Context: an optimization exercise on an open-source flow, tuned for small area, a short achievable clock period and few clock cycles per item. The choices shown serve that exercise and are no tape-out recipe.
RTL that was checked went through simulation tests only; none was proved equivalent to the original.
Power figures rest on the tool's default switching activity, not on a simulated workload.

job 101:
Design mx_narrow, start of the top module:
module mx_narrow (
    input  wire        clk,
    input  wire        rst,
    input  wire        in_valid,
    output wire        in_ready,
    input  wire [31:0] in_data,
    input  wire [3:0]  in_fmt,
    output wire        out_valid,
    input  wire        out_ready,
    output wire [7:0]  out_elem,
    output wire [7:0]  out_scale,
    output wire        out_last
);
make LEC_CHECK=0 CAP_MARGIN=20 CORE_MARGIN=2 CORE_UTILIZATION=40 PLACE_DENSITY=0.6 SLEW_MARGIN=20 finish   # period 18.0 ns
run.sh (not shown) runs the stock make flow with config.mk's settings and CLKGATE_MAP_FILE= SYNTH_SCRIPT=/design/flow/synth_recipe.tcl, a recipe that flattens the netlist after the stock synthesis.
Job 101 finished every step from synthesis to the final layout, and the layout passed the timing, design-rule and antenna checks.
Setup changes, job 101 to job 102
- CTS_BUF_LIST newly set to sky130_fd_sc_hd__clkbuf_4
==> flow/flow/run.sh (new file) <==
#!/bin/bash
# Standard ORFS layout, with timing repair asked to leave extra setup slack.
set -euo pipefail
bash standard.sh SETUP_SLACK_MARGIN=13.5 finish > standard_make.log 2>&1
==> flow/standard.sh (new file) <==
#!/bin/bash
# synth_recipe.tcl (not shown) runs the flow's synth.tcl, then flattens the netlist and writes it again
# the make line also repeats each setting of config.mk as NAME=value (left out here)
make -C /OpenROAD-flow-scripts/flow DESIGN_CONFIG=/design/flow/config.mk WORK_HOME=/design/flow/orfs CLKGATE_MAP_FILE= SYNTH_SCRIPT=/design/flow/synth_recipe.tcl "${@:-finish}"
removed: flow/run.sh
Notes after the runs:
In the flow results for job 101 and job 102, the routed wire length on met2 is larger on job 102. The cell depth of the worst setup path in job 102 was lower than what job 101 gave. First-iteration detailed-routing DRC count (job 102 vs. job 101) decreases by a few percent. Cmp job 102 vs job 101: count of buffer and inverter cells on the critical path lower in job 102. The non-clock buffer count in job 102 was higher than what job 101 gave. Job 102 vs. job 101: post-route minimum period went down by 1.09 ns. The core of job 102 is less densely filled than that of job 101. Job 102 vs job 101: clock distribution area overhead in the final layout down. Comparing job 101 and job 102, largest driver fanout on the critical path is higher on job 101. Between job 101 and job 102, the difference in met2 track utilization from global routing is negligible. The higher part of the total power dissipated in combinational logic came out of job 102.
Edits applied to the flow inputs when going from job 102 to job 103:
- CTS_BUF_LIST no longer set, was sky130_fd_sc_hd__clkbuf_4
==> flow/flow/run.sh <==
#!/bin/bash
# Standard ORFS layout, with timing repair asked to leave extra setup slack.
set -euo pipefail
bash standard.sh SETUP_SLACK_MARGIN=12.5 finish > standard_make.log 2>&1
--- outcome ---
- Comparing mean number of vias per cell for job 102 and job 103, the bigger number came from job 103.
- Async set-or-reset flop fraction in the synthesized netlist: job 102 vs job 103 identical
- Job 102 vs job 103, critical path class: flop to output port vs primary input to flop
- Design area is lower on job 102
- For job 103, the worst-path cell with the longest stage delay was clkdlybuf4s50_1, unlike job 102, where it was edfxtp_1.
No functional check of the RTL was part of any run of this note.

========
Another version of the RTL of mx_narrow (not shown whole).
Size in the first run: roughly 1600 cells after synthesis, about 700 flip-flops.
clock: 18.0 ns
lec_check: 0
cap_margin: 20
core_margin: 2
core_utilization: 65
cts_buf_list: sky130_fd_sc_hd__clkbuf_8 sky130_fd_sc_hd__clkbuf_16
cts_cluster_diameter: 60
cts_cluster_size: 24
place_density: 0.85
slew_margin: 20
standard.sh (not shown) runs the stock make flow with config.mk's settings and CLKGATE_MAP_FILE= SYNTH_SCRIPT=/design/flow/synth_recipe.tcl, a recipe that flattens the netlist after the stock synthesis.
==> flow/flow/run.sh <==
#!/bin/bash
# Standard ORFS layout, with timing repair asked to leave extra setup slack.
set -euo pipefail
bash standard.sh SETUP_SLACK_MARGIN=13.5 BUFFER_PORTS_ARGS=-buffer_cell\ sky130_fd_sc_hd__buf_1 finish > standard_make.log 2>&1
The baseline completed without violations.
Testbench counts at the start, summed over its fixed seeds: cycles 10,520, items 320.
Next try:
==> flow/flow/run.sh (replaced) <==
#!/bin/bash
# Standard ORFS layout, with timing repair asked to leave extra setup slack.
set -euo pipefail
bash standard.sh SETUP_SLACK_MARGIN=13.0 BUFFER_PORTS_ARGS=-buffer_cell\ sky130_fd_sc_hd__buf_1 finish > standard_make.log 2>&1
Settings changed: PLACE_DENSITY 0.85 to 0.75.
Total power rises slightly; non-clock buffer count is lower by 40; setup slack degrades by 0.24 ns; via count shrinks by a few percent; area after synthesis does not change; hold slack gets worse by 0.0032 ns; wire length came out lower by a few percent; global-route usage shrinks by 0.27 points; sequential cell count does not change; utilization fell by 1.9 points; combinational power went down by a few percent.

========
Starting RTL as in the previous note.
clock: 18.0 ns
lec_check: 0
cap_margin: 0
core_margin: 2
core_utilization: 65
cts_buf_list: sky130_fd_sc_hd__clkbuf_8 sky130_fd_sc_hd__clkbuf_16
cts_cluster_diameter: 60
cts_cluster_size: 24
place_density: 0.75
slew_margin: 0
==> flow/flow/run.sh <==
#!/bin/bash
# Standard ORFS layout, with timing repair asked to leave extra setup slack.
set -euo pipefail
bash standard.sh SETUP_SLACK_MARGIN=13.5 BUFFER_PORTS_ARGS=-buffer_cell\ sky130_fd_sc_hd__buf_1 finish > standard_make.log 2>&1
Testbench counts at the start, summed over its fixed seeds: cycles 10,520, items 320.
Rerun with:
- CAP_MARGIN: 0 -> 20
- CTS_CLUSTER_SIZE: 24 -> 30
- SLEW_MARGIN: 0 -> 20
=> The new run went through all stages and came out clean. Final area decreases by 0.30%. Power decreases by 1.2%. Worst setup slack gets better by 0.026 ns. Worst hold slack gets better by 0.014 ns. Fmax increases by 0.56%. Count of clock-buffer cells in the layout decreases by 4. Combinational power stays flat. Critical path depth increases by 2. First-iteration DRC count increases by 11%. Wire length decreases by 1.1%. Global-route usage decreases by 0.27 points.
Rerun with:
==> flow/flow/run.sh (replaced) <==
#!/bin/bash
# Standard ORFS layout, with timing repair asked to leave extra setup slack.
set -euo pipefail
bash standard.sh SETUP_SLACK_MARGIN=13.4 BUFFER_PORTS_ARGS=-buffer_cell\ sky130_fd_sc_hd__buf_1 finish > standard_make.log 2>&1
- CORE_UTILIZATION: 65 -> 70
- CTS_CLUSTER_DIAMETER: 60 -> 50
- CTS_CLUSTER_SIZE: 30 -> 24
- PLACE_DENSITY: 0.75 -> 0.8
The new run went through all stages and came out clean.
Total power grows by 5.7%.
Wire length went up by 20%.
Maximum frequency goes down by 4.0%.
Count of clock-buffer cells in the layout goes up by 8.
Critical path depth is unchanged.
Worst setup slack degrades by 0.19 ns.
Synthesized cell count does not change.

========
mx_narrow again, from the RTL that the note above started with.
## mx_narrow
module mx_narrow (
    input  wire        clk,
    input  wire        rst,
    input  wire        in_valid,
    output wire        in_ready,
    input  wire [31:0] in_data,
    input  wire [3:0]  in_fmt,
    output wire        out_valid,
    input  wire        out_ready,
    output wire [7:0]  out_elem,
    output wire [7:0]  out_scale,
    output wire        out_last
);
Settings: LEC_CHECK=0, CAP_MARGIN=20, CORE_MARGIN=2, CORE_UTILIZATION=65, CTS_BUF_LIST=sky130_fd_sc_hd__clkbuf_8 sky130_fd_sc_hd__clkbuf_16, CTS_CLUSTER_DIAMETER=40, CTS_CLUSTER_SIZE=16, PLACE_DENSITY=0.75, SLEW_MARGIN=20; clock period 18.0 ns.
==> flow/flow/run.sh <==
#!/bin/bash
# Standard ORFS layout, with timing repair asked to leave extra setup slack.
set -euo pipefail
bash standard.sh SETUP_SLACK_MARGIN=13.5 BUFFER_PORTS_ARGS=-buffer_cell\ sky130_fd_sc_hd__buf_1 finish > standard_make.log 2>&1
Testbench counts at the start, summed over its fixed seeds: cycles 10,520, items 320.
Rerun with:
--- a/flow/config.mk
+++ b/flow/config.mk
@@ -10,6 +10,6 @@
 export CORE_UTILIZATION = 65
 export CTS_BUF_LIST = sky130_fd_sc_hd__clkbuf_8 sky130_fd_sc_hd__clkbuf_16
-export CTS_CLUSTER_DIAMETER = 40
-export CTS_CLUSTER_SIZE = 16
+export CTS_CLUSTER_DIAMETER = 60
+export CTS_CLUSTER_SIZE = 24
 export PLACE_DENSITY = 0.75
 export SLEW_MARGIN = 20
Effect: Non-clock buffer count grows by 1; hold slack got worse by 0.012 ns; die area does not change; wire length shrinks by 5.7%.

========
Another version of the RTL of mx_narrow (not shown whole).
Size in the first run: ~59 I/O pins, ~21000 µm² of cells after synthesis.
==> flow/design.v (excerpt) <==
module mx_narrow (
    input  wire        clk,
    input  wire        rst,
    input  wire        in_valid,
    output wire        in_ready,
    input  wire [31:0] in_data,
    input  wire [3:0]  in_fmt,
    output wire        out_valid,
    input  wire        out_ready,
    output wire [7:0]  out_elem,
    output wire [7:0]  out_scale,
    output wire        out_last
);
export LEC_CHECK = 0
export CAP_MARGIN = 20
export CORE_MARGIN = 2
export CORE_UTILIZATION = 65
export CTS_BUF_LIST = sky130_fd_sc_hd__clkbuf_8
export CTS_CLUSTER_DIAMETER = 50
export CTS_CLUSTER_SIZE = 20
export PLACE_DENSITY = 0.75
export SLEW_MARGIN = 20
create_clock -name core_clock -period 18.0 [get_ports {clk}]
==> flow/flow/run.sh <==
#!/bin/bash
# Standard ORFS layout, with timing repair asked to leave extra setup slack.
set -euo pipefail
bash standard.sh SETUP_SLACK_MARGIN=13.5 finish > standard_make.log 2>&1
The starting point produced a clean layout.
Testbench counts at the start, summed over its fixed seeds: cycles 10,520, items 320.
Change:
==> flow/flow/run.sh (replaced) <==
#!/bin/bash
# Standard ORFS layout, with timing repair asked to leave extra setup slack.
set -euo pipefail
bash standard.sh SETUP_SLACK_MARGIN=13.5 BUFFER_PORTS_ARGS=-buffer_cell\ sky130_fd_sc_hd__buf_1 finish > standard_make.log 2>&1
Settings changed: CTS_BUF_LIST sky130_fd_sc_hd__clkbuf_8 to sky130_fd_sc_hd__clkbuf_16, CTS_CLUSTER_DIAMETER 50 to 70, CTS_CLUSTER_SIZE 20 to 30.
Outcome: Worst setup slack gets better by 0.18 ns; critical path depth is unchanged; die area stays the same; non-clock buffer count went down by 1; global-route usage went up by 0.20 points; power went up by 4.4%; design area is about the same; hold slack gets worse by 0.0031 ns.
Change:
==> flow/flow/run.sh (replaced) <==
#!/bin/bash
# Standard ORFS layout, with timing repair asked to leave extra setup slack.
set -euo pipefail
bash standard.sh SETUP_SLACK_MARGIN=13.5 finish > standard_make.log 2>&1
Settings changed: CTS_BUF_LIST sky130_fd_sc_hd__clkbuf_16 to sky130_fd_sc_hd__clkbuf_8 sky130_fd_sc_hd__clkbuf_16, CTS_CLUSTER_DIAMETER 70 to 60, CTS_CLUSTER_SIZE 30 to 24.
The changed run finished with timing, DRC and antenna clean.
Power increases slightly.
Utilization climbs by 0.93 points.
Clock skew increases by 0.0030 ns.
Count of clock-buffer cells in the layout climbs by 6.
Setup slack degrades by 0.012 ns.
Change:
==> flow/flow/run.sh (replaced) <==
#!/bin/bash
# Standard ORFS layout, with timing repair asked to leave extra setup slack.
set -euo pipefail
bash standard.sh SETUP_SLACK_MARGIN=13.5 BUFFER_PORTS_ARGS=-buffer_cell\ sky130_fd_sc_hd__buf_1 finish > standard_make.log 2>&1
Settings changed: CORE_UTILIZATION 65 to 75, CTS_BUF_LIST sky130_fd_sc_hd__clkbuf_8 sky130_fd_sc_hd__clkbuf_16 to sky130_fd_sc_hd__clkbuf_16, CTS_CLUSTER_DIAMETER 60 to 70, CTS_CLUSTER_SIZE 24 to 30, PLACE_DENSITY 0.75 to 0.85.
Worst setup slack gets worse by 0.047 ns.
Synthesized area does not change.
Wire length went up by 17%.
Maximum frequency went down by 1.0%.
Via count went up by 7.2%.
Total power went down by 5.3%.
Cell area went down by 2.8%.
Hold slack is about the same.
Critical path depth does not change.
First-iteration DRC count went up by 94%.

## static timing again, ports no longer ideal
Ports are ideal in the flow. The routed layouts listed here were re-timed in OpenROAD.
Step 1 sets driving cells, clkbuf_16 on the clock port and buf_2 on the other inputs (assumed; they add their load-dependent delay and slew).
Step 2 times the ports against the registers' clock, not the clock port: input delays grow and output delays shrink by t, the midpoint of the rising clock arrivals with the driver on.
a / b / c = no drivers / after step 1 / after step 2; a / b = the first two.
| run | shift t [ns] | slack for setup (ns) | worst setup path at the end |
|---|---|---|---|
| job 101 | 0.643 | 11.818 / 11.850 / 11.207 | input to register |
| job 102 | 0.964 | 12.908 / 12.857 / 12.595 | input to register |
| job 103 | 0.626 | 12.576 / 12.608 / 11.982 | input to register |
| the first run of note 2 | 0.596 | 13.330 / 13.279 / 12.796 | input to register |
| the second run of note 2 | 0.586 | 13.088 / 13.088 / 12.641 | input to register |
| the first run of note 3 | 0.595 | 13.315 / 13.291 / 12.922 | input to register |
| the second run of note 3 | 0.585 | 13.341 / 13.315 / 12.869 | input to register |
| the third run of note 3 | 0.615 | 13.149 / 13.149 / 12.910 | input to register |
| the first run of note 4 | 0.604 | 13.315 / 13.293 / 12.917 | input to register |
| the second run of note 4 | 0.595 | 13.315 / 13.291 / 12.922 | input to register |
| the first run of note 5 | 0.701 | 13.144 / 13.095 / 12.789 | input to register |
| the second run of note 5 | 0.589 | 13.326 / 13.276 / 12.902 | input to register |
| the third run of note 5 | 0.585 | 13.313 / 13.263 / 12.841 | input to register |
| the fourth run of note 5 | 0.637 | 13.266 / 13.217 / 12.862 | input to register |
After both steps every run listed still meets setup and hold. The setup slack of job 101, which loses most, moves by +0.032 ns with the drivers and by -0.611 ns with both steps.
